Context: an optimization exercise on an open-source flow, tuned for small area, a short achievable clock period and few clock cycles per item. The choices shown serve that exercise and are no tape-out recipe. No run shown here included a check of the RTL's function; only the layout flow was run. Power is estimated from default activity; no workload was simulated.

==> flow/design.v, too long to show whole: its modules and the start of the top module <==
// module fma32_core: 175 lines
// module fma_tree: 1415 lines
// module fma_cpa: 644 lines
// module fma_lzc: 388 lines
// module fma_shift: 321 lines
// module fma32: 47 lines
module fma32 (
    input  wire        clk,
    input  wire        rst,         
    input  wire        in_valid,
    input  wire [31:0] a,
    input  wire [31:0] b,
    input  wire [31:0] c,
    input  wire        strict,      
    input  wire [1:0]  rnd,         
    output reg         out_valid,
    output wire [31:0] result,
    output wire [3:0]  flags        
);
  // ...
==> flow/run.sh <==
#!/bin/bash
# synth_recipe.tcl (not shown) runs the flow's synth.tcl, then flattens the netlist and writes it again
# the make line also repeats each setting of config.mk as NAME=value (left out here)
make -C /OpenROAD-flow-scripts/flow DESIGN_CONFIG=/design/flow/config.mk WORK_HOME=/design/flow/orfs CLKGATE_MAP_FILE= SYNTH_SCRIPT=/design/flow/synth_recipe.tcl finish
==> flow/config.mk <==
export PLATFORM = sky130hd
export DESIGN_NAME = fma32
export DESIGN_NICKNAME = fma32
export VERILOG_FILES = /design/flow/design.v
export SDC_FILE = /design/flow/constraint.sdc
export NUM_CORES = 4
export LEC_CHECK = 0
export CAP_MARGIN = 20
export CORE_MARGIN = 2
export CORE_UTILIZATION = 40
export SLEW_MARGIN = 20
==> flow/constraint.sdc <==
create_clock -name core_clock -period 28.0 [get_ports {clk}]
set_input_delay 5.6000 -clock core_clock [delete_from_list [all_inputs] [get_ports {clk}]]
set_output_delay 5.6000 -clock core_clock [all_outputs]
set_load 0.01 [all_outputs]
==> metrics.md, run 1 <==
| Metric | Value |
|---|---|
| Status | finished clean |
| Maximum fanout along the worst path | 27 |
| Sequential share of cell area | 16.57% |
| Fin crit share | 30.57% |
| FP Rows | 126 |
| Sequential cell count | 430 |
| R2R Setup Slk | 19.44 ns |
| Vias | 50,980 |
| Setup TNS | 0 ns |
| TritonRoute pass-1 iters | 6 |
| Top power group | combinational cells |
| Cell taking the most area after synthesis | dfxtp_1 |
| Post-route minimum period | 8.560 ns |
| GR Util met2 | 54.39% |
| Clock sink total | 430 |
| Nonclk buf count | 303 |
| Logic pwr share | 74.0% |
| Most used DFF post-synth | dfxtp_1 |
| Inverters | 294 |
| DR vias/cell | 6.639 |
| Multi-input combinational area share | 68.99% |
| Worst Setup SP | s0_b[24] |
| Layout filler cell count | 11,970 |
| Most frequent cells in the layout | 726 x o21ai_0, 492 x nand2_1, 416 x nor2_1 |
| Met1 Wirelength | 85,690 um |
| Design internal power | 3158 uW |
| Leak | 0.01967 uW |
| Reg2reg path depth | 34 |
| # placed instances | 7,580 |
==> run 2, diff against run 1 <==
==> flow/flow/run.sh (new file) <==
#!/bin/bash
set -e
export SETUP_SLACK_MARGIN=21
bash standard.sh > standard.log 2>&1
==> flow/standard.sh (new file) <==
#!/bin/bash
# synth_recipe.tcl (not shown) runs the flow's synth.tcl, then flattens the netlist and writes it again
# the make line also repeats each setting of config.mk as NAME=value (left out here)
make -C /OpenROAD-flow-scripts/flow DESIGN_CONFIG=/design/flow/config.mk WORK_HOME=/design/flow/orfs CLKGATE_MAP_FILE= SYNTH_SCRIPT=/design/flow/synth_recipe.tcl "${@:-finish}"
removed: flow/run.sh
==> metrics.md, run 2 <==
| Metric | Value |
|---|---|
| Status | finished clean (unchanged) |
| Share of cells above drive strength 1 | 10.45% (was 7.240%) |
| Root Buffer | clkbuf_16 (unchanged) |
| Routing usage on met1 | 44.78% (was 44.95%) |
| CP Cell Sequence | clkinv_1 > nand2_4 > buf_6 > buf_6 > nand2_1 > inv_1 > fa_1 > inv_1 > fa_1 > fa_1 > fa_1 > fa_1 > fa_1 > inv_1 > ha_1 > fa_1 |
| FP Rows | 126 (unchanged) |
| Netlist cell types | 111 (unchanged) |
| Vias in the first global route | 47,370 (was 47,530) |
| Drt wl/cell | 28.54 um (was 28.60 um) |
| Worst Setup SP | s0_strict (was s0_b[24]) |
| DR vias/cell | 6.638 (was 6.639) |
| R2R Setup Slk | 21.13 ns (was 19.44 ns) |
| Final WL | 221,000 um (was 219,600 um) |
| Crit path capture type | register (unchanged) |
| Power Total | 7170 uW (was 7004 uW) |
| Maximum fanout along the worst path | 76 (was 27) |
| Async SR Flop Fraction | 0% (unchanged) |
| Register area | 8642 um^2 (was 8631 um^2) |
| Most used DFF post-synth | dfxtp_1 (unchanged) |
| H-Tree Depth | 2 (unchanged) |
| Post-route cell area | 53,890 um^2 (was 52,090 um^2) |
| Setup TNS | 0 ns (unchanged) |
| Max VDD drop | 0.07725 mV (was 0.08934 mV) |
| Most frequent CP cell | fa_1 (was ha_1) |
| Max-cap violations | 0 (unchanged) |
| Synth Cell Area | 47,870 um^2 (unchanged) |
| Most Crowded Layer GR | met2 (unchanged) |
| Flip-flop and latch count after synthesis | 430 (unchanged) |
| Die H | 350.0 um (unchanged) |
| Setup-failing EPs final | 0 (unchanged) |
| Worst Path Buf+Inv | 6 (was 2) |
| First-pass GRT wire length | 321,000 um (was 324,200 um) |
| Top cell type's share of synthesized area | 17.98% (unchanged) |
| Largest cells by area after synthesis | dfxtp_1 18%, fa_1 13%, o21ai_0 7.6% (unchanged) |
| IO buf count | 138 (unchanged) |
| CP required | 28.55 ns (was 28.57 ns) |
| Fin Clk Skew | 0.05430 ns (was 0.07586 ns) |
| Core Area | 118,400 um^2 (unchanged) |
| Max stage delay on crit path | 0.54 ns (was 0.62 ns) |
| IO Pins | 139 (unchanged) |
| Place WS | 19.66 ns (was 19.77 ns) |
| Crit path DAT | 7.42 ns (was 9.13 ns) |
| Largest registers | u_core.r1_xr: 79 flops, u_core.r2_mag: 78 flops, u_core.r1_yr: 39 flops (unchanged) |
| Mean Syn Cell Area | 7.621 um^2 (unchanged) |
| R2r startpoint | s0_strict (was s0_b[24]) |
| # placed instances | 7,585 (was 7,580) |
| GR Util met2 | 53.55% (was 54.39%) |
| RSZ-0062 raised after global routing | yes (was no) |
| # nets final | 6,646 (was 6,584) |
| Clock sink total | 430 (unchanged) |
| DP HPWL | 163,600 um (was 164,400 um) |
| GR Util met3 | 7.197% (was 7.819%) |
| Max FFs per register | 79 (unchanged) |
| Slew margin rel. | 17.25% (was 16.74%) |
| Pwr Density | 133.0 nW/um^2 (was 134.4 nW/um^2) |
| GRT Overall Usage | 34.54% (was 34.97%) |
| Largest net degree at the start of global routing | 81 (was 99) |
| Crit path depth | 16 (was 34) |
| Worst Setup Path Type | reg2reg (unchanged) |
| Final Hold Fails | 0 (unchanged) |
| Cts bufs inserted | 52 (unchanged) |
| Fmax | 145.5 MHz (was 116.8 MHz) |
| Antenna Nets Post-Route | 0 (unchanged) |
| Most frequent cells in the layout | 713 x o21ai_0, 480 x nand2_1, 407 x dfxtp_1 (was 726 x o21ai_0, 492 x nand2_1, 416 x nor2_1) |
| TritonRoute pass-1 iters | 7 (was 6) |
| Crit path to | u_core.r1_xr[24] (was u_core.r1_xr[77]) |
| Initial DRC count | 6,716 (was 7,455) |
| Count leader, synth | o21ai_0 (unchanged) |
| Vias | 51,400 (was 50,980) |
| Setup ws final | 21.13 ns (was 19.44 ns) |
| Ys Warns | 2 (unchanged) |
| Number of flops mapped to enable cells by yosys | 0 (unchanged) |
| Slew @ Worst Pin | 1.228 ns (was 1.241 ns) |
| Area delta synth->final | 12.57% (was 8.816%) |
| Crit-path slowest cell | dfxtp_1 (was o21ai_0) |
| Most flop-heavy register | u_core.r1_xr (unchanged) |
| Hold WC Path Type | reg2reg (unchanged) |
| Clock slew at reported path FFs | 0.06 ns (about the same) |
| Syn Nets | 6,830 (unchanged) |
| Commonest non-fill, non-tap cell in the layout | o21ai_0 (unchanged) |
| Initial antenna violation count | 9 (was 12) |
| Reg2reg path depth | 16 (was 34) |
| Final GP Congestion | 1.068 (was 1.085) |
| Post-route minimum period | 6.874 ns (was 8.560 ns) |
| Synth cell count leaders | 729 x o21ai_0, 526 x clkbuf_1, 516 x nand2_1 (unchanged) |
| Gate Count Post-Synth | 6,282 (unchanged) |
| CP delay by family, top | adder cells (was compound AO/OA/AOI/OAI gates) |
| Leak | 0.02046 uW (was 0.01967 uW) |
| Setup crit start kind | register (unchanged) |
| Placed Area | 50,360 um^2 (was 50,270 um^2) |
| Die area | 122,500 um^2 (unchanged) |
| Fin crit share | 24.55% (was 30.57%) |
| Final Slew Violations | 0 (unchanged) |
| Cell taking the most area after synthesis | dfxtp_1 (unchanged) |
| Initial core utilization | 40.43% (unchanged) |
| Grt ovf | 0 (unchanged) |
| Die X | 350.0 um (unchanged) |
| Fin cells | 7,744 (was 7,678) |
| RR Endpoint | u_core.r1_xr[24] (was u_core.r1_xr[77]) |
| Post-synthesis sequential area ratio | 17.98% (unchanged) |
| Clock Latency Late Sink | 0.69 ns (was 0.71 ns) |
| Residual DRC | 0 (unchanged) |
| CTS tree | done (unchanged) |
| Clk buf depth | 3 (unchanged) |
| Layout filler cell count | 11,850 (was 11,970) |
| Area of the multi-input gates | 36,820 um^2 (was 35,940 um^2) |
-- run 2: cell counts after synthesis --
Identical to the previous run, type by type.
-- run 2: what timing repair did --
action | in CTS | in global routing
hold buffers | 0 | 0
gates cloned | 2 | 8
resized for setup | 142 | 150
pin swaps | 15 | 34
endpoints found under the setup margin | 154 | 110
setup buffers | 18 | 30
-- run 2: power by group --
group / switching [uW] / internal (uW) / total [uW]
logic: 3350 / 1970 / 5320
registers: 234 / 881 / 1110
clock network: 317 / 416 / 734
total: 3900 / 3270 / 7170
-- run 2: final cells by class --
class / count / area share [%]
well taps: 1600 / 3.715
multi-input cells: 4955 / 68.32
flip-flops and latches: 430 / 16.04
diodes: 3 / 0.01393
repair buffers: 365 / 6.434
clock buffers: 64 / 2.631
clock inverters: 33 / 0.7964
inverters: 294 / 2.052
-- run 2: worst register-to-register path: stages, from the launching register on --
cell      delay, ns
dfxtp_1        0.54
clkinv_1       0.52
nand2_4        0.46
buf_6          0.54
buf_6          0.57
nand2_1        0.45
inv_1          0.22
fa_1           0.19
inv_1          0.06
fa_1           0.44
fa_1           0.49
fa_1           0.53
fa_1           0.54
fa_1           0.52
inv_1          0.04
ha_1           0.19
fa_1           0.47
-- run 2: how the worst min path moves through the flow --
stage,startpoint,end,cells past startpoint
after floorplan,u_core.r1_rm[0],u_core.r2_rm[0],0
after global placement,u_core.r1_spec,u_core.r2_spec,0
after detailed placement,u_core.r1_ssign,u_core.r2_ssign,0
after CTS,u_core.r1_spay[20],u_core.r2_spay[20],0
after global routing,u_core.r1_spay[20],u_core.r2_spay[20],0
final,u_core.r1_spay[20],u_core.r2_spay[20],0
-- run 2: stage by stage --
step	hold slack, ns	util (%)
CTS	0.3269	44.57
global placement	0.3111	42.53
floorplan	0.3096	-
detailed placement	0.3121	42.53
global route	0.3263	45.51
finish	0.3220	45.52
-- run 2: layer usage --
metal  vias to the layer above  part of all wire (%)
met3                       712                    11
met1                     24830                    39
li1                      22630                     -
met4                         0                   6.8
met2                      3232                    43
met5                         -                     0
-- run 2: kinds of logic after synthesis --
group                      Yosys count  synth area share, %
buffers and inverters              897                7.321
xor gates and xnor gates           251                4.592
adders and majority gates          448                16.61
and+or+nand+nor                   1657                16.76
DFF                                430                17.98
muxes                              160                4.009
AOI/OAI and AO/OA                 2439                32.73

-- port drivers added, routing unchanged --
The results above use ideal ports. As a check the final layouts listed here were re-extracted and re-timed, cells and wires unchanged. Step 1 (the two cells are an assumption about what drives the block):
set clk [get_ports {clk}]
set_driving_cell -lib_cell sky130_fd_sc_hd__clkbuf_16 $clk
set_driving_cell -lib_cell sky130_fd_sc_hd__buf_2 [delete_from_list [all_inputs] $clk]
Step 2 adds t to the input delays and takes it off the output delays; t is the mean of the earliest and latest rising clock arrival at the registers after step 1. Input paths then give back, and output paths get back, about the clock's delay inside the block. Three values: no drivers, after step 1, after step 2; two values: the first two.
| run | t (ns) | setup slack, ns | worst setup path at the end | worst slew at a driven data input, ns |
|---|---|---|---|---|
| run 1 | 0.749 | 19.440 / 19.440 / 19.440 | register to register | 0.06 |
| run 2 | 0.726 | 21.126 / 21.065 / 21.126 | register to register | 0.07 |
After both steps every run listed still meets setup and hold.
